What follows belongs to an exercise in optimizing a design on an open flow for small area, a short achievable clock period and few clock cycles; a production flow would make more cautious choices. In this exercise RTL edits were held to simulation tests only and were not proved equivalent to the original.

<file path="flow/config.mk">
export PLATFORM = sky130hd
export DESIGN_NAME = xa_narrow_acc
export DESIGN_NICKNAME = xa_narrow_acc
export VERILOG_FILES = /design/flow/design.v
export SDC_FILE = /design/flow/constraint.sdc
export NUM_CORES = 4
export LEC_CHECK = 0
export CAP_MARGIN = 20
export CORE_MARGIN = 2
export CORE_UTILIZATION = 30
export PLACE_DENSITY = 0.4
export SLEW_MARGIN = 20
</file>
<file path="flow/constraint.sdc">
create_clock -name core_clock -period 24.0 [get_ports {clk}]
set_input_delay 4.8000 -clock core_clock [delete_from_list [all_inputs] [get_ports {clk}]]
set_output_delay 4.8000 -clock core_clock [all_outputs]
set_load 0.01 [all_outputs]
</file>
<file path="flow/design.v">
module xa_decode (
    input  wire [2:0] fmt,
    input  wire [7:0] x,
    output reg        sign,
    output reg  [7:0] mag,
    output reg  [4:0] sh,
    output reg        is_zero,
    output reg        is_inf,
    output reg        is_nan
);
    always @(*) begin
        sign    = 1'b0;
        mag     = 8'd0;
        sh      = 5'd0;
        is_inf  = 1'b0;
        is_nan  = 1'b0;
        case (fmt)
            3'd0: begin  
                sign = x[7];
                if (x[6:0] == 7'h7F) begin
                    is_nan = 1'b1;
                end else if (x[6:3] == 4'd0) begin
                    mag = {5'd0, x[2:0]};
                    sh  = 5'd7;
                end else begin
                    mag = {4'd0, 1'b1, x[2:0]};
                    sh  = {1'b0, x[6:3]} + 5'd6;
                end
            end
            3'd1: begin  
                sign = x[7];
                if (x[6:2] == 5'd31) begin
                    if (x[1:0] == 2'd0) is_inf = 1'b1;
                    else                is_nan = 1'b1;
                end else if (x[6:2] == 5'd0) begin
                    mag = {6'd0, x[1:0]};
                    sh  = 5'd0;
                end else begin
                    mag = {5'd0, 1'b1, x[1:0]};
                    sh  = x[6:2] - 5'd1;
                end
            end
            3'd2: begin  
                sign = x[5];
                if (x[4:3] == 2'd0) begin
                    mag = {5'd0, x[2:0]};
                    sh  = 5'd13;
                end else begin
                    mag = {4'd0, 1'b1, x[2:0]};
                    sh  = {3'd0, x[4:3]} + 5'd12;
                end
            end
            3'd3: begin  
                sign = x[5];
                if (x[4:2] == 3'd0) begin
                    mag = {6'd0, x[1:0]};
                    sh  = 5'd12;
                end else begin
                    mag = {5'd0, 1'b1, x[1:0]};
                    sh  = {2'd0, x[4:2]} + 5'd11;
                end
            end
            3'd4: begin  
                sign = x[3];
                if (x[2:1] == 2'd0) begin
                    mag = {7'd0, x[0]};
                    sh  = 5'd15;
                end else begin
                    mag = {6'd0, 1'b1, x[0]};
                    sh  = {3'd0, x[2:1]} + 5'd14;
                end
            end
            3'd5: begin  
                sign = x[7];
                mag  = x[7] ? (~x + 8'd1) : x;
                sh   = 5'd16;
            end
            default: begin  
                sign = x[3];
                mag  = x[3] ? {4'd0, (~x[3:0] + 4'd1)} : {4'd0, x[3:0]};
                sh   = 5'd16;
            end
        endcase
        is_zero = !is_inf && !is_nan && (mag == 8'd0);
    end
endmodule
module xa_to_fp32 (
    input  wire [111:0] acc,
    input  wire [5:0]   flags,
    input  wire [8:0]   f_base,    
    output reg  [31:0]  result
);
    localparam [31:0] QNAN = 32'h7FC0_0000;
    localparam [31:0] PINF = 32'h7F80_0000;
    localparam [31:0] NINF = 32'hFF80_0000;
    wire         sign = acc[111];
    wire [111:0] mag  = sign ? (~acc + 112'd1) : acc;
    reg  [6:0] msb;
    integer i;
    always @(*) begin
        msb = 7'd0;
        for (i = 0; i < 112; i = i + 1)
            if (mag[i]) msb = i[6:0];
    end
    wire [111:0] norm = mag << (7'd111 - msb);
    wire signed [10:0] ebias = $signed({4'd0, msb}) + $signed({{2{f_base[8]}}, f_base}) + 11'sd95;
    reg  [23:0]  sig;
    reg          guard;
    reg          sticky;
    reg  [7:0]   efield;
    reg  [10:0]  rsh;
    reg  [136:0] den;
    reg          round_up;
    reg  [30:0]  body;
    reg          ovf;
    always @(*) begin
        rsh    = 11'd0;
        den    = 137'd0;
        ovf    = 1'b0;
        if (ebias >= 11'sd1) begin
            sig    = norm[111:88];
            guard  = norm[87];
            sticky = |norm[86:0];
            efield = ebias[7:0];
            ovf    = (ebias > 11'sd254);
        end else begin
            rsh    = 11'd1 - ebias;
            efield = 8'd0;
            if (rsh > 11'd25) begin
                sig    = 24'd0;
                guard  = 1'b0;
                sticky = 1'b1;
            end else begin
                den    = {norm, 25'd0} >> rsh;
                sig    = den[136:113];
                guard  = den[112];
                sticky = |den[111:0];
            end
        end
        round_up = guard & (sticky | sig[0]);
        body     = {efield, sig[22:0]} + {30'd0, round_up};
        if (flags[0] || flags[4] || flags[5] || (flags[1] && flags[2]))
            result = QNAN;
        else if (flags[1])
            result = PINF;
        else if (flags[2])
            result = NINF;
        else if (acc == 112'd0)
            result = flags[3] ? 32'h0000_0000 : 32'h8000_0000;
        else if (ovf)
            result = sign ? NINF : PINF;
        else
            result = {sign, body};
    end
endmodule
module xa_narrow_acc (
    input  wire         clk,
    input  wire         rst,
    input  wire         in_valid,
    output wire         in_ready,
    input  wire         in_first,
    input  wire         in_last,
    input  wire [3:0]   in_lane_en,
    input  wire [31:0]  in_a,         
    input  wire [31:0]  in_b,
    input  wire [7:0]   in_xa,        
    input  wire [7:0]   in_xb,        
    input  wire [2:0]   cfg_fmt_a,
    input  wire [2:0]   cfg_fmt_b,
    input  wire         cfg_mx_a,
    input  wire         cfg_mx_b,
    input  wire [8:0]   cfg_f,        
    input  wire [111:0] cfg_acc,      
    input  wire [5:0]   cfg_flags,
    output reg          out_valid,
    input  wire         out_ready,
    output reg  [111:0] out_acc,
    output reg  [7:0]   out_flags,
    output reg  [31:0]  out_fp32
);
    localparam [1:0] S_RUN = 2'd0, S_FIN = 2'd1, S_OUT = 2'd2;
    reg  [1:0]   state;
    reg  [2:0]   fmt_a, fmt_b;
    reg          mx_a, mx_b;
    reg  [8:0]   f_base;
    reg  [111:0] acc;
    reg  [5:0]   flags;
    assign in_ready = (state == S_RUN);
    wire take = in_valid && in_ready;
    wire [2:0] c_fmt_a = in_first ? cfg_fmt_a : fmt_a;
    wire [2:0] c_fmt_b = in_first ? cfg_fmt_b : fmt_b;
    wire       c_mx_a  = in_first ? cfg_mx_a  : mx_a;
    wire       c_mx_b  = in_first ? cfg_mx_b  : mx_b;
    wire [8:0] c_f     = (c_mx_a || c_mx_b) ? (in_first ? cfg_f : f_base) : 9'd0;
    wire signed [10:0] e_a = c_mx_a ? ($signed({3'd0, in_xa}) - 11'sd127) : 11'sd0;
    wire signed [10:0] e_b = c_mx_b ? ($signed({3'd0, in_xb}) - 11'sd127) : 11'sd0;
    wire signed [10:0] d   = e_a + e_b - $signed({{2{c_f[8]}}, c_f});
    wire in_window = (d >= 11'sd0) && (d <= 11'sd16);
    wire scale_nan = (c_mx_a && in_xa == 8'hFF) || (c_mx_b && in_xb == 8'hFF);
    wire [80:0] lane_val [0:3];
    wire [3:0]  lane_nan, lane_pinf, lane_ninf, lane_nonneg, lane_win;
    genvar g;
    generate
        for (g = 0; g < 4; g = g + 1) begin : lane
            wire       sa, sb, za, zb, ia, ib, na, nb;
            wire [7:0] ma, mb;
            wire [4:0] ha, hb;
            xa_decode dec_a (.fmt(c_fmt_a), .x(in_a[8*g+7:8*g]), .sign(sa), .mag(ma), .sh(ha),
                             .is_zero(za), .is_inf(ia), .is_nan(na));
            xa_decode dec_b (.fmt(c_fmt_b), .x(in_b[8*g+7:8*g]), .sign(sb), .mag(mb), .sh(hb),
                             .is_zero(zb), .is_inf(ib), .is_nan(nb));
            wire en    = in_lane_en[g];
            wire psign = sa ^ sb;
            wire pnan  = scale_nan || na || nb || (ia && zb) || (ib && za);
            wire pinf  = !pnan && (ia || ib);
            wire pzero = !pnan && !pinf && (za || zb);
            wire pfin  = !pnan && !pinf && !pzero;
            wire [15:0] pm    = ma * mb;
            wire [6:0]  shamt = {2'd0, ha} + {2'd0, hb} + d[6:0];
            wire [79:0] shv   = {64'd0, pm} << shamt;
            wire        add   = en && pfin && in_window;
            assign lane_val[g]    = add ? (psign ? -{1'b0, shv} : {1'b0, shv}) : 81'd0;
            assign lane_nan[g]    = en && pnan;
            assign lane_pinf[g]   = en && pinf && !psign;
            assign lane_ninf[g]   = en && pinf && psign;
            assign lane_nonneg[g] = en && !(pzero && psign);
            assign lane_win[g]    = en && pfin && !in_window;
        end
    endgenerate
    wire [82:0] beat_sum = {{2{lane_val[0][80]}}, lane_val[0]} + {{2{lane_val[1][80]}}, lane_val[1]}
                         + {{2{lane_val[2][80]}}, lane_val[2]} + {{2{lane_val[3][80]}}, lane_val[3]};
    wire [111:0] base_acc   = in_first ? cfg_acc   : acc;
    wire [5:0]   base_flags = in_first ? cfg_flags : flags;
    wire [111:0] beat_ext   = {{29{beat_sum[82]}}, beat_sum};
    wire [111:0] new_acc    = base_acc + beat_ext;
    wire         ovf        = (base_acc[111] == beat_ext[111]) && (new_acc[111] != base_acc[111]);
    wire [5:0]   new_flags  = base_flags | {ovf, |lane_win, |lane_nonneg, |lane_ninf, |lane_pinf, |lane_nan};
    wire [31:0] fp32;
    xa_to_fp32 fin (.acc(acc), .flags(flags), .f_base(f_base), .result(fp32));
    always @(posedge clk) begin
        if (rst) begin
            state     <= S_RUN;
            out_valid <= 1'b0;
        end else begin
            case (state)
                S_RUN: if (take) begin
                    acc   <= new_acc;
                    flags <= new_flags;
                    if (in_first) begin
                        fmt_a  <= cfg_fmt_a;
                        fmt_b  <= cfg_fmt_b;
                        mx_a   <= cfg_mx_a;
                        mx_b   <= cfg_mx_b;
                        f_base <= c_f;
                    end
                    if (in_last) state <= S_FIN;
                end
                S_FIN: begin
                    out_acc   <= acc;
                    out_flags <= {2'b00, flags};
                    out_fp32  <= fp32;
                    out_valid <= 1'b1;
                    state     <= S_OUT;
                end
                default: if (out_ready) begin
                    out_valid <= 1'b0;
                    state     <= S_RUN;
                end
            endcase
        end
    end
endmodule
</file>
<file path="flow/run.sh">
#!/bin/bash
# synth_recipe.tcl (not shown) runs the flow's synth.tcl, then flattens the netlist and writes it again
# the make line also repeats each setting of config.mk as NAME=value (left out here)
make -C /OpenROAD-flow-scripts/flow DESIGN_CONFIG=/design/flow/config.mk WORK_HOME=/design/flow/orfs CLKGATE_MAP_FILE= SYNTH_SCRIPT=/design/flow/synth_recipe.tcl finish
</file>
==> results.cfg <==
[worst_hold_path]
holdCritPathClass = reg -> reg
hold_start = out_valid
holdPathStages = 2
hold_path_end = out_valid

[drt]
vias_per_cell = 6.496
dr.pass1.iters = 9
ant_nets = 0
drt_iter0_markers = 15060
drc = 0
routed_wl_mm = 608.9
num_vias = 104900
wire_per_inst_um = 37.72

[synthesis]
yosys.cell_types.count = 130
synth_edf_count = 285
synth_ff_type = edfxtp_1
avgSynthCellArea_sq_um = 7.153
yosysSeqAreaShare_pct = 10.23
yosys.area.top_type = edfxtp_1
synth.area.top_cells = edfxtp_1 (10%), fa_1 (8.1%), ha_1 (7.0%)
synth_seq_cells = 288
yosys.area.top_type_share_pct = 10.16
synth_cells = 11780
synthArstFlopShare_pct = 0
syn_area_sq_um = 84240
yosysWarnings = 3

[worst_setup_path]
path_class = in -> reg
worstReg2RegEnd = flags[5]
r2r_cells = 72
critPathRequiredTime_ns = 24.54
cp_num_buf_inv = 8
regToRegSetupSlack_ns = 5.02
critPathMaxStageDelay_ns = 0.72
worstSetupStartpoint = in_b[21]
crit_path_end_kind = register
crit_arrival_ns = 23.63
cpLargestDelayFamily = compound AO/OA/AOI/OAI gates
cpMostUsedCell = o21ai_0
r2r-start = fmt_a[0]
cp_slowest_cell = nor4_1
critPathLaunchType = input port
crit_fanout = 13

[sta]
period_needed_ns = 23.09
period_share_pct = 96.21
max_freq_ghz = 0.04331
finalMaxSlewViolations = 0
fin_skew_ns = 0.05842
tightest_slew_ns = 1.386
setup_viol = 0
hold_viol_final = 0
whs_ns = 0.4976
relSlewSlack_pct = 7.627

[placement]
gp_congestion = 1.097
place_inst = 16030
hpwl_mm = 501.6
port-buffer-count = 376

[floorplanning]
start_util_pct = 30.15
die_area_sq_um = 285000
die_width_um = 533.9
core_area_sq_um = 279400
row_count = 194
io_pins = 379
die_h_um = 533.9

[run]
cap_violations = 0

[clock_network]
cts_root_buffer = clkbuf_16
cts.clk_slew.worst_paths_ns = 0.06
htreeDepth = 2
hold_buffers = 0
cts_tree = done
clock_latency_ns = 0.71
cts.repair.resized = 0
cts.sinks = 288
clock_path_buffers = 3
postCtsSetupBuffers = 0
cts_buffers = 44

[layout]
fin_util_pct = 35.35
syn_to_final_growth_pct = 17.23
layout-drive-gt1-share_pct = 12.19
n_fill_cell = 29830
fin_nets = 13390
layout.cells.non_filler = 16140

[grt]
antenna_found_initial = 74
grt-busiest-layer = met2
grtUsageMet3_pct = 10.20
use_met1_pct = 50.03
use_met2_pct = 63.54
grt_max_degree = 134
grt_overflow = 0
grt_pass1_wl_mm = 824.3
grt_usage_pct = 40.80
grt_pass1_vias = 98750

[run_status]
outcome = complete, no violations
synthesized netlist by cell type, drive strengths merged, types with 72 or more instances:
cell type and count:
nand2 1415, nor2 1126, a21oi 790, inv 699
o21ai 653, xnor2 487, clkbuf 483, ha 471
nand3 420, nor3 389, fa 342, xor2 294
edfxtp 285, o22ai 250, buf 231, mux2i 187
nor4 175, a211oi 169, a21o 166, o211ai 164
and2 162, mux2 155, a31oi 144, a22oi 141
nand4 132, and3 118, o31ai 117, nand2b 111
or2 84, o21bai 81, o221ai 75, or3 74
nor2b 72
worst register-to-register path, delay by kind of cell (launching register included):
kind | cells | cell delay, ns
compound gates | 30 | 6.62
flops | 1 | 0.49
xor+xnor | 3 | 1.09
fa+ha+maj | 9 | 3.81
simple gates | 18 | 4.07
mux | 3 | 1.33
buf+inv | 9 | 1.42
through the flow:
| stage | setup TNS (ns) | setup WS (ns) | area, sq um |
|---|---|---|---|
| floorplan | 0 | 0.5033 | 84250 |
| global placement | 0 | 0.1683 | 96900 |
| CTS | 0 | 0.9176 | 98510 |
| detailed placement | 0 | 0.2817 | 97000 |
| finish | 0 | 0.9091 | 98750 |
| global route | -0.007303 | -0.007303 | 98670 |
metal layers:
metal | up-vias | wire [um]
met5 | - | 185
li1 | 44780 | -
met3 | 1509 | 59630
met1 | 51830 | 236600
met4 | 26 | 47690
met2 | 6718 | 264800
kinds of logic (layout without fill, tap and decap cells):
logic type	count (synthesis)	after routing	synth area share, %
compound gates	3632	3632	29.39
simple gates	4464	4464	25.02
flops	288	288	10.23
fa+ha+maj	814	814	15.14
mux	383	383	5.390
xor+xnor	781	781	8.129
other cells	1	39	0.004452
buf+inv	1414	2017	6.702
flip-flops by register name, indices dropped and copies added, names as in the netlist:
| register | flops |
|---|---|
| acc | 112 |
| state | 2 |
| out_fp32 | 32 |
| out_acc | 112 |
| flags | 6 |
| fmt_b | 3 |
| f_base | 9 |
| out_flags | 6 |
| mx_b | 1 |
| fmt_a | 3 |
| out_valid | 1 |
| mx_a | 1 |
how the worst max path moves through the flow:
stage | to | slack, ns | cells past startpoint
final | flags[5] | 0.91 | 73
after global routing | acc[105] | -0.007 | 88
after CTS | flags[5] | 0.92 | 86
after detailed placement | flags[5] | 0.28 | 86
after global placement | flags[5] | 0.17 | 79
after floorplan | flags[5] | 0.50 | 82
final cells by class:
type	count	area [sq um]	share of cell area, %
Multi-Input combinational cell	10080	70870	71.77
Timing Repair Buffer	1238	10360	10.49
Sequential cell	288	8618	8.727
Tap cell	3724	4659	4.718
Inverter	700	2639	2.672
Clock buffer	48	1116	1.130
Clock inverter	31	396.6	0.4017
Antenna cell	37	92.59	0.09376
cells in the final DEF, fill, tap and decap left out, drive strengths merged, types with 169 or more instances in the layout:
cell type and n:
mux2i 187, nor3 389, nand3 420, nor4 175
o21ai 653, xnor2 487, nor2 1126, clkdlybuf4s50 374
o22ai 250, buf 862, nand2 1415, a211oi 169
a21oi 790, edfxtp 285, ha 471, fa 342
xor2 294, inv 704
Testbench counts, summed over its fixed seeds: cycles 23,863.

static timing again, ports no longer ideal:
No port has a modelled driver above. Below, the same layout with a new extraction and two added sets of constraints. Step 1 sets driving cells, clkbuf_16 on the clock port and buf_2 on the other inputs (assumed; they add their load-dependent delay and slew). Step 2 adds t to the input delays and takes it off the output delays; t is the mean of the earliest and latest rising clock arrival at the registers after step 1. Input paths then give back, and output paths get back, about the clock's delay inside the block. Three values: ideal ports, drivers, drivers and shift; two values: the first two.
t, ns: 0.788
setup slack, ns: 0.909 / 0.960 / 0.171
pins driven straight from the clock port: 1
After both steps this run still meets setup and hold. For this run, drivers alone change the setup slack by +0.051 ns; drivers and shift together by -0.738 ns.
